Background: an optimization exercise with open tools, aiming at small area, a short achievable clock period and few clock cycles per item. Do not read the settings as production practice.

==> flow/design.v (excerpt) <==
module yx_sha256 (
  input  wire         clk,
  input  wire         rst,       
  input  wire         start,
  input  wire         first,
  input  wire [511:0] block,     
  output wire         ready,
  output reg          done,
  output wire [255:0] digest     
);
  localparam [31:0] IV0 = 32'h6a09e667, IV1 = 32'hbb67ae85,
                    IV2 = 32'h3c6ef372, IV3 = 32'ha54ff53a,
                    IV4 = 32'h510e527f, IV5 = 32'h9b05688c,
                    IV6 = 32'h1f83d9ab, IV7 = 32'h5be0cd19;
  function [31:0] rotr(input [31:0] x, input integer n);
    rotr = (x >> n) | (x << (32 - n));
  endfunction
  function [31:0] csa_s(input [31:0] x, input [31:0] y, input [31:0] z);
    csa_s = x ^ y ^ z;
  endfunction
  function [31:0] csa_c(input [31:0] x, input [31:0] y, input [31:0] z);
    csa_c = ((x & y) | (x & z) | (y & z)) << 1;
  endfunction
  function [31:0] sk_add(input [31:0] x, input [31:0] y);
    reg [31:0] gg, pp;
    integer i, k;
    begin
      gg = x & y;
      pp = x ^ y;
      for (k = 1; k < 32; k = k * 2) begin
        for (i = 31; i >= 0; i = i - 1) begin
          if ((i / k) % 2 == 1) begin
            gg[i] = gg[i] | (pp[i] & gg[(i / k) * k - 1]);
            pp[i] = pp[i] & pp[(i / k) * k - 1];
          end
        end
      end
      sk_add = x ^ y ^ {gg[30:0], 1'b0};
    end
  endfunction
  function [31:0] ks_add(input [31:0] x, input [31:0] y);
    reg [31:0] gg, pp, gn, pn;
    integer i, k;
    begin
      gg = x & y;
      pp = x ^ y;
  ...
For scale: about 7,200 cells after synthesis, roughly 770 I/O pins, roughly 0.064 mm2 of cells after synthesis.
==> flow/config.mk <==
export PLATFORM = sky130hd
export DESIGN_NAME = yx_sha256
export DESIGN_NICKNAME = yx_sha256
export VERILOG_FILES = /design/flow/design.v
export SDC_FILE = /design/flow/constraint.sdc
export NUM_CORES = 4
export LEC_CHECK = 0
export CAP_MARGIN = 20
export CORE_MARGIN = 2
export CORE_UTILIZATION = 55
export CTS_BUF_LIST = sky130_fd_sc_hd__clkbuf_16
export CTS_CLUSTER_DIAMETER = 70
export CTS_CLUSTER_SIZE = 20
export SETUP_SLACK_MARGIN = 3.7
export SLEW_MARGIN = 20
==> flow/constraint.sdc <==
create_clock -name core_clock -period 8.0 [get_ports {clk}]
set_input_delay 1.6000 -clock core_clock [delete_from_list [all_inputs] [get_ports {clk}]]
set_output_delay 1.6000 -clock core_clock [all_outputs]
set_load 0.01 [all_outputs]
standard.sh (not shown) runs the stock make flow with config.mk's settings and CLKGATE_MAP_FILE= SYNTH_SCRIPT=/design/flow/synth_recipe.tcl, a recipe that flattens the netlist after the stock synthesis.
==> flow/flow/run.sh <==
#!/bin/bash
set -euo pipefail
export BUFFER_PORTS_ARGS="-buffer_cell sky130_fd_sc_hd__buf_1"
bash standard.sh > standard_flow.log 2>&1
==> next run, changes <==
--- a/flow/design.v
+++ b/flow/design.v
@@ -83,64 +83,65 @@
   reg         er61, er62, er63;            
   reg  [5:0]  kidx;                        
   reg  [31:0] e, f, g;                     
   reg  [31:0] p, q;                        
   reg  [31:0] kq;                          
   reg  [31:0] kw;                          
   reg  [31:0] t1;                          
   reg  [31:0] w [0:14];                    
   reg  [31:0] w15s, w15c;                  
   reg         pi, pi_iv, pi_h;             
   reg         pa_iv, pa_h;                 
+  reg         ph_iv, ph_h;                 
   reg         ai, ai_iv, ai_h;             
   reg         al61, al62, al63;            
   reg  [31:0] a, b, c;                     
   reg         fst;                         
   reg  [31:0] h0, h1, h2, h3, h4, h5, h6, h7;
   wire idle = ~ebusy & ~ei;
   assign ready  = idle | er62;
   assign digest = {h0, h1, h2, h3, h4, h5, h6, h7};
   wire accept = start & ready;
   wire [31:0] big_s1 = rotr(e, 6) ^ rotr(e, 11) ^ rotr(e, 25);
   wire [31:0] ch     = (e & f) ^ (~e & g);
   wire [31:0] e_s1 = csa_s(p, ch, big_s1),   e_c1 = csa_c(p, ch, big_s1);
   wire [31:0] t_s1 = csa_s(q, ch, big_s1),   t_c1 = csa_c(q, ch, big_s1);
   wire [31:0] e_rnd = sk_add(e_s1, e_c1);     
   wire [31:0] t_rnd = sk_add(t_s1, t_c1);     
   wire [31:0] big_s0 = rotr(a, 2) ^ rotr(a, 13) ^ rotr(a, 22);
   wire [31:0] maj    = (a & b) ^ (a & c) ^ (b & c);
   wire [31:0] a_s1 = csa_s(t1, maj, big_s0), a_c1 = csa_c(t1, maj, big_s0);
   wire [31:0] a_rnd = sk_add(a_s1, a_c1);     
   wire [31:0] sel_a = fst ? (al61 ? IV3 : al62 ? IV2 : IV1) : (al61 ? h3 : al62 ? h2 : h1);
   wire [31:0] sel_e = fst ? (er61 ? IV7 : er62 ? IV6 : IV5) : (er61 ? h7 : er62 ? h6 : h5);
-  wire [31:0] add_a = sel_a + a;
-  wire [31:0] add_e = sel_e + e;
+  wire [31:0] add_a = sk_add(sel_a, a);
+  wire [31:0] add_e = sk_add(sel_e, e);
   wire [31:0] base0 = fst ? IV0 : h0;
   wire [31:0] base4 = fst ? IV4 : h4;
   wire [31:0] sml_s0 = rotr(w[1], 7) ^ rotr(w[1], 18) ^ (w[1] >> 3);
   wire [31:0] sml_s1 = rotr(w[14], 17) ^ rotr(w[14], 19) ^ (w[14] >> 10);
   wire [31:0] w_s1   = csa_s(w[0], w[9], sml_s0),  w_c1 = csa_c(w[0], w[9], sml_s0);
   wire [31:0] w_s2   = csa_s(w_s1, w_c1, sml_s1),   w_c2 = csa_c(w_s1, w_c1, sml_s1);
-  wire [31:0] w15    = w15s + w15c;
+  wire [31:0] w15    = sk_add(w15s, w15c);
   wire [31:0] op_d  = pi_iv ? IV3 : pi_h ? h3 : pa_iv ? IV2 : pa_h ? h2 : b;
-  wire [31:0] op_h  = pi_iv ? IV7 : pi_h ? h7 : g;
+  wire [31:0] op_h  = ph_iv ? IV7 : ph_h ? h7 : g;
   wire [31:0] op_kw = pi ? w[0] : kw;
   wire [31:0] op_q  = pi ? 32'h428a2f98 : er62 ? base0 : 32'd0;
   wire [31:0] op_p  = pi ? 32'h428a2f98 : er62 ? base4 : 32'd0;
   wire [31:0] q_s1  = csa_s(op_h, op_q, op_kw),  q_c1 = csa_c(op_h, op_q, op_kw);
   wire [31:0] p_s1  = csa_s(op_h, op_p, op_kw),  p_c1 = csa_c(op_h, op_p, op_kw);
   wire [31:0] p_s2  = csa_s(p_s1, p_c1, op_d),   p_c2 = csa_c(p_s1, p_c1, op_d);
   wire [31:0] q_nx  = sk_add(q_s1, q_c1);
   wire [31:0] p_nx  = sk_add(p_s2, p_c2);
   wire [5:0]  kidx_nx = accept ? 6'd1 : kidx + 6'd1;
-  wire [31:0] kw_nx = kq + w[1];
+  wire [31:0] kw_nx = sk_add(kq, w[1]);
   wire        rnd_e = ~ei | (er63 & ei_h);     
   wire        rnd_a = ~ai | (al63 & ai_h);     
   wire [31:0] e_alt = ei_iv ? IV4 : h4;
   wire [31:0] f_alt = ei_iv ? IV5 : er63 ? add_e : h5;
   wire [31:0] g_alt = ei_iv ? IV6 : h6;
   wire [31:0] a_alt = ai_iv ? IV0 : h0;
   wire [31:0] b_alt = ai_iv ? IV1 : al63 ? add_a : h1;
   wire [31:0] c_alt = ai_iv ? IV2 : h2;
   integer i;
   always @(posedge clk) begin
     if (rst) begin
@@ -149,22 +150,24 @@
       ei_iv <= 1'b0;
       ei_h  <= 1'b0;
       er61  <= 1'b0;
       er62  <= 1'b0;
       er63  <= 1'b0;
       ai    <= 1'b0;
       pi    <= 1'b0;
       pi_iv <= 1'b0;
       pi_h  <= 1'b0;
       pa_iv <= 1'b0;
       pa_h  <= 1'b0;
+      ph_iv <= 1'b0;
+      ph_h  <= 1'b0;
       ai_iv <= 1'b0;
       ai_h  <= 1'b0;
       al61  <= 1'b0;
       al62  <= 1'b0;
       al63  <= 1'b0;
       done  <= 1'b0;
     end else begin
       ei    <= accept;
       ei_iv <= accept & first;
       ei_h  <= accept & ~first;
       er61  <= ebusy & (kidx == 6'd62);
@@ -172,22 +175,24 @@
       er63  <= er62;
       if (ei)
         ebusy <= 1'b1;
       else if (er63)
         ebusy <= 1'b0;
       ai    <= ei;
       pi_iv <= first & start & ready;
       pi_h  <= ~first & start & ready;
       pi    <= (first & start & ready) | (~first & start & ready);
       pa_iv <= pi_iv;
       pa_h  <= pi_h;
+      ph_iv <= ready & first & start;
+      ph_h  <= ready & ~first & start;
       ai_iv <= ei_iv;
       ai_h  <= ei_h;
       al61  <= er61;
       al62  <= al61;
       al63  <= al62;
       done  <= al63;
     end
   end
   always @(posedge clk) begin
     kidx <= kidx_nx;
     kq   <= K_ALL[2047 - 32*kidx_nx -: 32];
After rerunning: The new run finished clean; via count falls by 3.9%; maximum frequency falls by 0.77%; non-clock buffer count falls by 9; routed wire length falls by 1.6%; critical path depth rises by 3; worst setup slack loses 0.035 ns; count of clock-buffer cells in the layout rises by 2; flip-flop and latch count rises by 2.
Function was not checked in any run of this note: the RTL went through the layout flow alone.

-- port drivers added, routing unchanged --
How much do the figures lean on ideal ports? The routed layouts below were timed once more, with nothing changed but the port constraints.
Step 1: set_driving_cell puts a clkbuf_16 on clk and a buf_2 on each other input, an assumption about the parent block.
Step 2 adds t to the input delays and takes it off the output delays; t is the mean of the earliest and latest rising clock arrival at the registers after step 1. Input paths then give back, and output paths get back, about the clock's delay inside the block.
Three values: ideal, step 1, step 2; two values: the first two.
| run | shift t [ns] | slack for setup (ns) | clock arrival spread, ns | slew at the worst register clock pin (ns) | cell pins on the clock port's net |
|---|---|---|---|---|---|
| the first run | 0.786 | 3.512 / 3.512 / 3.115 | 0.030 / 0.029 | 0.09 / 0.09 | 1 |
| the second run | 0.774 | 3.477 / 3.477 / 2.909 | 0.028 / 0.028 | 0.09 / 0.09 | 1 |
After both steps setup and hold are still met in every run listed. For the second run, which loses most, drivers alone change the setup slack by 0.000 ns; drivers and shift together by -0.568 ns.
